What follows belongs to an exercise in optimizing a design on an open flow for small area, a short achievable clock period and few clock cycles per item; a production flow would make more cautious choices.
Where RTL was checked, it was by simulation tests only, not by an equivalence proof against the original.
Power and IR drop assume default switching activity.

// mbcq_enc
module mbcq_enc #(
    parameter integer L  = 34,      
    parameter integer RP = 32,      
    parameter integer HQ = 2        
) (
    input  wire        clk,
    input  wire        rst,         
    input  wire        in_valid,
    output wire        in_ready,
    input  wire        in_last,     
    input  wire [1:0]  in_fmt,      
    input  wire [1:0]  in_k,        
    input  wire [31:0] in_elem,     
    output wire        out_valid,
    input  wire        out_ready,
    output wire        out_hdr,     
    output wire        out_last,    
    output wire [15:0] out_data
);
For scale: ~2,400 cells after synthesis, roughly 1,100 flip-flops, ~32,000 µm² of cells after synthesis.
==> flow/config.mk <==
export PLATFORM = sky130hd
export DESIGN_NAME = mbcq_enc
export DESIGN_NICKNAME = mbcq_enc
export VERILOG_FILES = /design/flow/design.v
export SDC_FILE = /design/flow/constraint.sdc
export NUM_CORES = 4
export LEC_CHECK = 0
export CAP_MARGIN = 20
export CORE_MARGIN = 2
export CORE_UTILIZATION = 70
export CTS_BUF_LIST = sky130_fd_sc_hd__clkbuf_8
export CTS_CLUSTER_DIAMETER = 70
export CTS_CLUSTER_SIZE = 14
export PLACE_DENSITY = 0.8
export SLEW_MARGIN = 20
==> flow/constraint.sdc <==
create_clock -name core_clock -period 16.0 [get_ports {clk}]
set_input_delay 3.2000 -clock core_clock [delete_from_list [all_inputs] [get_ports {clk}]]
set_output_delay 3.2000 -clock core_clock [all_outputs]
set_load 0.01 [all_outputs]
standard.sh (not shown) runs the stock make flow with config.mk's settings and CLKGATE_MAP_FILE= SYNTH_SCRIPT=/design/flow/synth_recipe.tcl, a recipe that flattens the netlist after the stock synthesis.
==> flow/flow/run.sh <==
#!/bin/bash
# Own layout flow: the standard ORFS flow (standard.sh), with the ports
# buffered by a plain buffer instead of the delay-cell buffer ORFS picks.
# The make output goes to flow.log in the work folder; ORFS's own per-step
# logs stay under orfs/logs/.
set -euo pipefail
bash standard.sh \
  "BUFFER_PORTS_ARGS=-buffer_cell sky130_fd_sc_hd__buf_2" \
  SETUP_SLACK_MARGIN=11.5 \
  finish > flow.log 2>&1
Testbench counts at the start, summed over its fixed seeds: cycles 377,724, items 363,761.
Rerun with:
--- a/flow/design.v
+++ b/flow/design.v
@@ -1,14 +1,14 @@
 module mbcq_enc #(
-    parameter integer L  = 34,      
-    parameter integer RP = 32,      
+    parameter integer L  = 36,      
+    parameter integer RP = 33,      
     parameter integer HQ = 2        
 ) (
     input  wire        clk,
     input  wire        rst,         
     input  wire        in_valid,
     output wire        in_ready,
     input  wire        in_last,     
     input  wire [1:0]  in_fmt,      
     input  wire [1:0]  in_k,        
     input  wire [31:0] in_elem,     
     output wire        out_valid,
@@ -261,34 +261,27 @@
     end
     reg  [5:0] lpos;              
     always @(posedge clk) begin
         if (rst || a_v) lpos <= 6'd0;
         else            lpos <= (lpos == L - 1) ? 6'd0 : lpos + 6'd1;
     end
     wire a_ends   = a_v ? (!b_end && bcnt == 5'd30) : (bcnt == 5'd31);
     wire take_now = in_valid && !busy;
     wire take_end = take_now && (in_last || a_ends);
     wire [5:0] lpos_w  = a_v ? 6'd1 : (lpos >= L - 2) ? lpos + 6'd2 - L : lpos + 6'd2;
     wire       start   = a_v ? b_end : (bcnt == 5'd0);
-    wire       unwound = !have || ((wpos < L - 2 || iss_code) && wpos + 6'd2 >= lpos_w);
-    wire       rd_act_nx = iss_hdr ? 1'b1 : (iss_code && rd_rem == 5'd0) ? 1'b0 : rd_act;
-    wire       next_w    = iss_code || (have && wpos == RP - 1);
-    wire       o1n_0     = !o0_e && (o1_v || w_v);       
-    wire       read_1    = next_w && rd_act_nx;
-    wire       read_0    = read_1 && !o1n_0;
-    wire       slot_1    = !ring_v[L-3] || read_1;
-    wire       slot_0    = !ring_v[L-3] || read_0;
-    wire       idle_ok   = start ? (lpos_w != 6'd0 && unwound && (hq_nx < HQ))
-                                 : (lpos_w == 6'd0);
-    wire       pace_ok   = take_now ? !take_end : idle_ok;
-    wire       rdy_nx    = (out_ready ? slot_1 : slot_0) && pace_ok;
+    wire       unwound = !have || (wpos < L - 2 && wpos + 6'd2 >= lpos_w);
+    wire       slot_ok = !ring_v[L-3] || (iss_code && RP == L - 3);
+    wire       idle_ok = start ? (lpos_w != 6'd0 && unwound && (hq_nx < HQ))
+                               : (lpos_w == 6'd0);
+    wire       rdy_nx  = slot_ok && (take_now ? !take_end : idle_ok);
     always @(posedge clk) begin
         if (rst) begin
             rdy  <= 1'b1;
             busy <= 1'b0;
         end else begin
             rdy  <= rdy_nx;
             busy <= !rdy_nx;
         end
     end
     assign out_valid = o0_v;
     assign out_hdr   = o0_hdr;
Clock power increases by a little under a tenth.
Final cell count rises by a few percent.
Total power rises by a few percent.
Wire length grows slightly.
Sequential share of layout area goes up by 0.94 points.
Clock-buffer cell count climbs by 6.
Worst hold slack is worse by 6.4 ps.
Cell area increases by a few percent.
Register-to-register slack gains 80 ps.
Maximum frequency fell slightly.
Sequential cell count is higher by 54.
Worst setup slack loses 16 ps.
Testbench counts after the change, summed over its fixed seeds: cycles 377,913, items 363,761.

Another version of the RTL of mbcq_enc (not shown whole).
Size: about 1,100 flip-flops, roughly 61 I/O pins, roughly 0.047 sq mm of cells after synthesis.
// mbcq_enc
module mbcq_enc #(
    parameter integer N  = 33,      
    parameter integer HQ = 2        
) (
    input  wire        clk,
    input  wire        rst,         
    input  wire        in_valid,
    output wire        in_ready,
    input  wire        in_last,     
    input  wire [1:0]  in_fmt,      
    input  wire [1:0]  in_k,        
    input  wire [31:0] in_elem,     
    output wire        out_valid,
    input  wire        out_ready,
    output wire        out_hdr,     
    output wire        out_last,    
    output wire [15:0] out_data
);
export LEC_CHECK = 0
export CAP_MARGIN = 20
export CORE_MARGIN = 2
export CORE_UTILIZATION = 55
export CTS_BUF_LIST = sky130_fd_sc_hd__clkbuf_8
export CTS_CLUSTER_DIAMETER = 70
export CTS_CLUSTER_SIZE = 14
export PLACE_DENSITY = 0.65
export SLEW_MARGIN = 20
create_clock -name core_clock -period 16.0 [get_ports {clk}]
Scripts as last shown in full above: flow/flow/run.sh
The baseline completed with no timing, DRC or antenna violations.
Next try:
--- a/flow/design.v
+++ b/flow/design.v
@@ -254,39 +254,41 @@
             o1_last <= r2_last;
             o1_data <= code;
         end
     end
     wire rd_act_nx = iss_hdr ? 1'b1 : (iss_code && rd_rem == 5'd0) ? 1'b0 : rd_act;
     wire a_ends = a_v ? (!b_end && bcnt == 5'd30) : (bcnt == 5'd31);
     wire [2:0] c_le = {cnt + 3 <= N, cnt + 2 <= N, cnt + 1 <= N};           
     wire [2:0] h_le = {hq_cnt + 3 <= HQ, hq_cnt + 2 <= HQ, hq_cnt + 1 <= HQ};
     wire       hq_nz_nx = b_end || (hq_cnt > 1) || (hq_cnt == 1 && !iss_hdr);
     function automatic room;             
-        input [1:0] plus, minus;
+        input       p1, p2, m1, m2;      
         input [2:0] le;
         begin
-            if (plus < minus)            room = 1'b1;
-            else if (plus == minus)      room = le[0];
-            else if (plus == minus + 1)  room = le[1];
-            else                         room = le[2];
+            case ({p1, p2, m1, m2})
+                4'b0000:                                    room = le[0];
+                4'b0001, 4'b0010, 4'b0011, 4'b0111, 4'b1011: room = 1'b1;
+                4'b0100, 4'b1000, 4'b1101, 4'b1110:         room = le[1];
+                4'b1100:                                    room = le[2];
+                default:                                    room = le[0];    
+            endcase
         end
     endfunction
     function automatic ready_nx;
         input       o1n, act, hnz, take, tend;
         input       av, ic, be, ih;
         input [2:0] cl, hl;
         reg         rd_sure, hdr_sure;
         begin
             rd_sure  = !o1n && act;                      
             hdr_sure = !o1n && !act && hnz;              
-            ready_nx = room({1'b0, take} + av, {1'b0, ic} + rd_sure, cl) &&
-                       room({1'b0, tend} + be, {1'b0, ih} + hdr_sure, hl);
+            ready_nx = room(take, av, ic, rd_sure, cl) && room(tend, be, ih, hdr_sure, hl);
         end
     endfunction
     wire o1n_0  = !o0_e && (o1_v || w_v);              
     wire rdy_0i = ready_nx(o1n_0, rd_act_nx, hq_nz_nx, 1'b0, 1'b0, a_v, iss_code, b_end, iss_hdr, c_le, h_le);
     wire rdy_0v = ready_nx(o1n_0, rd_act_nx, hq_nz_nx, 1'b1, a_ends, a_v, iss_code, b_end, iss_hdr, c_le, h_le);
     wire rdy_0l = ready_nx(o1n_0, rd_act_nx, hq_nz_nx, 1'b1, 1'b1, a_v, iss_code, b_end, iss_hdr, c_le, h_le);
     wire rdy_1i = ready_nx(1'b0, rd_act_nx, hq_nz_nx, 1'b0, 1'b0, a_v, iss_code, b_end, iss_hdr, c_le, h_le);
     wire rdy_1v = ready_nx(1'b0, rd_act_nx, hq_nz_nx, 1'b1, a_ends, a_v, iss_code, b_end, iss_hdr, c_le, h_le);
     wire rdy_1l = ready_nx(1'b0, rd_act_nx, hq_nz_nx, 1'b1, 1'b1, a_v, iss_code, b_end, iss_hdr, c_le, h_le);
     wire rdy_0  = !(in_valid && !busy) ? rdy_0i : in_last ? rdy_0l : rdy_0v;
Outcome:
- total power drops by a few percent
- global-route usage climbs by 0.17 points
- synthesized cell count drops by a few percent
- non-clock buffer count climbs by 12
- wire length drops slightly
- worst setup slack loses 0.014 ns
Testbench counts after the change, summed over its fixed seeds: cycles 377,501, items 363,761.
Only the layout flow was run in the first run of this note; the RTL was not checked for function there.

== run A ==
mbcq_enc, a different RTL version from the one above (not shown whole).
Size: about 3100 cells after synthesis, roughly 1100 flip-flops, roughly 61 I/O pins, about 45000 um2 of cells after synthesis.
// mbcq_enc
module mbcq_enc #(
    parameter integer N  = 33,      
    parameter integer HQ = 2        
) (
    input  wire        clk,
    input  wire        rst,         
    input  wire        in_valid,
    output wire        in_ready,
    input  wire        in_last,     
    input  wire [1:0]  in_fmt,      
    input  wire [1:0]  in_k,        
    input  wire [31:0] in_elem,     
    output wire        out_valid,
    input  wire        out_ready,
    output wire        out_hdr,     
    output wire        out_last,    
    output wire [15:0] out_data
);
    localparam integer PW = (N > 32) ? 6 : 5;       
    localparam integer QW = (HQ > 2) ? 2 : 1;       
    function automatic [4:0] lzc23;      
        input [22:0] v;
        integer i;
        begin
            lzc23 = 5'd23;
            for (i = 0; i < 23; i = i + 1)
                if (v[i]) lzc23 = 5'd23 - i[4:0];
        end
    endfunction
    wire        i_f16  = (in_fmt == 2'd2);
    wire        i_b16  = (in_fmt == 2'd1);
    wire        i_s    = (i_f16 || i_b16) ? in_elem[15] : in_elem[31];
    wire [7:0]  i_ex   = i_f16 ? {3'b000, in_elem[14:10]} : i_b16 ? in_elem[14:7] : in_elem[30:23];
    wire [22:0] i_man  = i_f16 ? {in_elem[9:0], 13'h0} : i_b16 ? {in_elem[6:0], 16'h0} : in_elem[22:0];
    wire [4:0]  i_lz   = i_f16 ? lzc23({in_elem[9:0], 13'h0}) :
                         i_b16 ? lzc23({in_elem[6:0], 16'h0}) : lzc23(in_elem[22:0]);
    reg        rdy;               
    reg        busy;              
    reg        a_v, a_last, a_s, a_f16;
    reg [1:0]  a_k;
    reg [7:0]  a_ex;
    reg [22:0] a_man;
    reg [4:0]  a_lz;              
    assign in_ready = rdy;
    always @(posedge clk) begin
        a_s    <= i_s;
        a_ex   <= i_ex;
        a_man  <= i_man;
        a_lz   <= i_lz;
        a_f16  <= i_f16;
        a_k    <= in_k;
        a_last <= in_last;
        if (rst) a_v <= 1'b0;
        else     a_v <= in_valid & !busy;
    end
    wire        a_spec = a_f16 ? (a_ex[4:0] == 5'h1F) : (a_ex == 8'hFF);
  ...
Settings: LEC_CHECK=0, CAP_MARGIN=20, CORE_MARGIN=2, CORE_UTILIZATION=70, CTS_BUF_LIST=sky130_fd_sc_hd__clkbuf_8, CTS_CLUSTER_DIAMETER=70, CTS_CLUSTER_SIZE=14, PLACE_DENSITY=0.8, SLEW_MARGIN=20; clock period 16.0 ns.
Scripts as last shown in full above: flow/flow/run.sh
--- input diff run A..run B ---
--- a/flow/design.v
+++ b/flow/design.v
@@ -62,76 +62,81 @@
     wire [8:0]  a_ebm  = (a_spec || a_zero) ? 9'd0 : a_ebf;    
     wire [22:0] c_frac = a_sub ? (a_man << a_lz) : a_man;
     wire [25:0] c_word = {a_s, a_eb, c_frac[22:8], |c_frac[7:0]};
     reg [25:0]   mem [0:N-1];
     reg [PW-1:0] wptr, rptr;
     reg [PW:0]   cnt;             
     reg [4:0]  bcnt;              
-    reg [8:0]  e_run;             
+    reg [8:0]  e_run, e_prv;
     reg        esc_run;
     reg [1:0]  k_run;
-    wire [8:0] e_new   = (a_ebm > e_run) ? a_ebm : e_run;
+    wire [8:0] e_new   = (e_prv > e_run) ? e_prv : e_run;
     wire       esc_new = esc_run | a_spec;
     wire [1:0] k_new   = (bcnt == 5'd0) ? a_k : k_run;
     wire       b_end   = a_v && (a_last || bcnt == 5'd31);
-    reg [16:0]   hq [0:HQ-1];
+    reg [25:0]   hq [0:HQ-1];
     reg [QW-1:0] hq_wp, hq_rp;
     reg [QW:0]   hq_cnt;
     always @(posedge clk) begin
         if (a_v) mem[wptr] <= c_word;
-        if (b_end) hq[hq_wp] <= {esc_new, e_new, k_new, bcnt};
+        if (b_end) hq[hq_wp] <= {esc_new, e_new, a_ebm, k_new, bcnt};
     end
     always @(posedge clk) begin
         if (rst) begin
             wptr    <= {PW{1'b0}};
             bcnt    <= 5'd0;
             e_run   <= 9'd0;
+            e_prv   <= 9'd0;
             esc_run <= 1'b0;
             hq_wp   <= {QW{1'b0}};
         end else if (a_v) begin
             wptr <= (wptr == N - 1) ? {PW{1'b0}} : wptr + 1'b1;
             if (b_end) begin
                 bcnt    <= 5'd0;
                 e_run   <= 9'd0;
+                e_prv   <= 9'd0;
                 esc_run <= 1'b0;
                 hq_wp   <= (hq_wp == HQ - 1) ? {QW{1'b0}} : hq_wp + 1'b1;
             end else begin
                 bcnt    <= bcnt + 5'd1;
                 e_run   <= e_new;
+                e_prv   <= a_ebm;
                 esc_run <= esc_new;
                 k_run   <= k_new;
             end
         end
     end
     reg        o1_v;
     reg        adv_q;             
     wire       adv = !o1_v;
     reg        rd_act;            
     reg [4:0]  rd_rem;            
     reg [9:0]  rd_eoff;           
+    reg [8:0]  rd_e;              
     reg [1:0]  rd_k;
     reg        rd_esc;
-    wire [16:0] hq_h     = hq[hq_rp];
+    wire [25:0] hq_h     = hq[hq_rp];
     wire        hq_any   = (hq_cnt != 0);
     wire        iss_hdr  = adv && !rd_act && hq_any;
     wire        iss_code = adv && rd_act;
-    wire [8:0]  h_emax   = hq_h[15:7];
+    wire [8:0]  h_emax   = (hq_h[24:16] > hq_h[15:7]) ? hq_h[24:16] : hq_h[15:7];
     wire        h_nz     = (h_emax != 9'd0);
     wire [1:0]  h_k      = hq_h[6:5];
-    wire        h_esc    = hq_h[16];
+    wire        h_esc    = hq_h[25];
     always @(posedge clk) begin
         if (rst) begin
             rd_act <= 1'b0;
             rptr   <= {PW{1'b0}};
             hq_rp  <= {QW{1'b0}};
         end else if (iss_hdr) begin
             rd_act  <= 1'b1;
             rd_rem  <= hq_h[4:0];
             rd_eoff <= !h_nz ? 10'h3FF : {1'b0, h_emax} + {9'd0, h_esc} +
                        ((h_k == 2'd0) ? 10'd10 : (h_k == 2'd1) ? 10'd6 : 10'd2);
+            rd_e    <= h_nz ? h_emax + 9'd129 : 9'd0;
             rd_k    <= h_k;
             rd_esc  <= h_esc;
             hq_rp   <= (hq_rp == HQ - 1) ? {QW{1'b0}} : hq_rp + 1'b1;
         end else if (iss_code) begin
             rptr   <= (rptr == N - 1) ? {PW{1'b0}} : rptr + 1'b1;
             rd_rem <= rd_rem - 5'd1;
             if (rd_rem == 5'd0) rd_act <= 1'b0;
@@ -144,16 +149,14 @@
             cnt    <= {(PW+1){1'b0}};
             hq_cnt <= {(QW+1){1'b0}};
         end else begin
             cnt    <= cnt_nx;
             hq_cnt <= hq_nx;
         end
     end
-    wire [8:0]  rd_koff = ((rd_k == 2'd0) ? 9'd10 : (rd_k == 2'd1) ? 9'd6 : 9'd2) + {8'd0, rd_esc};
-    wire [8:0]  rd_e    = (rd_eoff == 10'h3FF) ? 9'd0 : rd_eoff[8:0] + 9'd129 - rd_koff;
     reg [25:0] rd_word;
     integer m;
     always @(*) begin
         rd_word = 26'd0;
         for (m = 0; m < N; m = m + 1)
             rd_word = rd_word | (mem[m] & {26{rptr == m}});
     end
Results
Compared to run A, run B has global-route track usage on met3 0.22 points higher.
Cmp run A and run B / proportion of cell area occupied by registers / higher: run B
On number of setup buffers added after CTS: run B sits below run A.
Summary: register-to-register setup slack, run B worse than run A
Clock network area share of run B is on par with run A.
Taking run A as the reference point, the vertical die dimension of run B rises by about 1.4%.
[run B vs run A] summed instance area of the synthesized netlist: higher in run B
Summary: with run A as the reference, final non-filler cell area in run B moved up by a few percent.
Testbench counts of run B, summed over its fixed seeds: cycles 377,501, items 363,761.
Only the layout flow was run in run A; the RTL was not checked for function there.

## port drivers added, routing unchanged
How much do the figures lean on ideal ports? The routed layouts below were timed once more, with nothing changed but the port constraints.
Step 1 assumes that a clkbuf_16 drives the clock port and a buf_2 every other input.
Step 2 also shifts input and output timing later by t, the mid clock arrival at the registers, as if the neighbouring blocks saw the same clock.
Three values: ideal, step 1, step 2; two values: the first two.
| run | t, ns | setup WS [ns] | hold WS [ns] | worst setup path after step 2 | worst register clock-pin slew, ns |
|---|---|---|---|---|---|
| the first run of note 1 | 0.744 | 11.509 / 11.454 / 11.122 | 0.302 / 0.302 / 0.302 | input to register | 0.10 / 0.10 |
| the second run of note 1 | 0.752 | 11.493 / 11.437 / 10.884 | 0.296 / 0.296 / 0.296 | input to register | 0.10 / 0.10 |
| the first run of note 2 | 0.818 | 11.515 / 11.453 / 10.987 | 0.437 / 0.437 / 0.437 | input to register | 0.10 / 0.10 |
| the second run of note 2 | 0.816 | 11.500 / 11.438 / 11.017 | 0.426 / 0.426 / 0.426 | input to register | 0.10 / 0.10 |
| run A | 0.819 | 11.512 / 11.448 / 10.834 | 0.431 / 0.431 / 0.431 | input to register | 0.10 / 0.10 |
| run B | 0.797 | 11.538 / 11.479 / 11.055 | 0.432 / 0.432 / 0.432 | input to register | 0.10 / 0.10 |
After both steps setup and hold are still met in every run listed. For run A, which loses most, drivers alone change the setup slack by -0.064 ns; drivers and shift together by -0.678 ns.
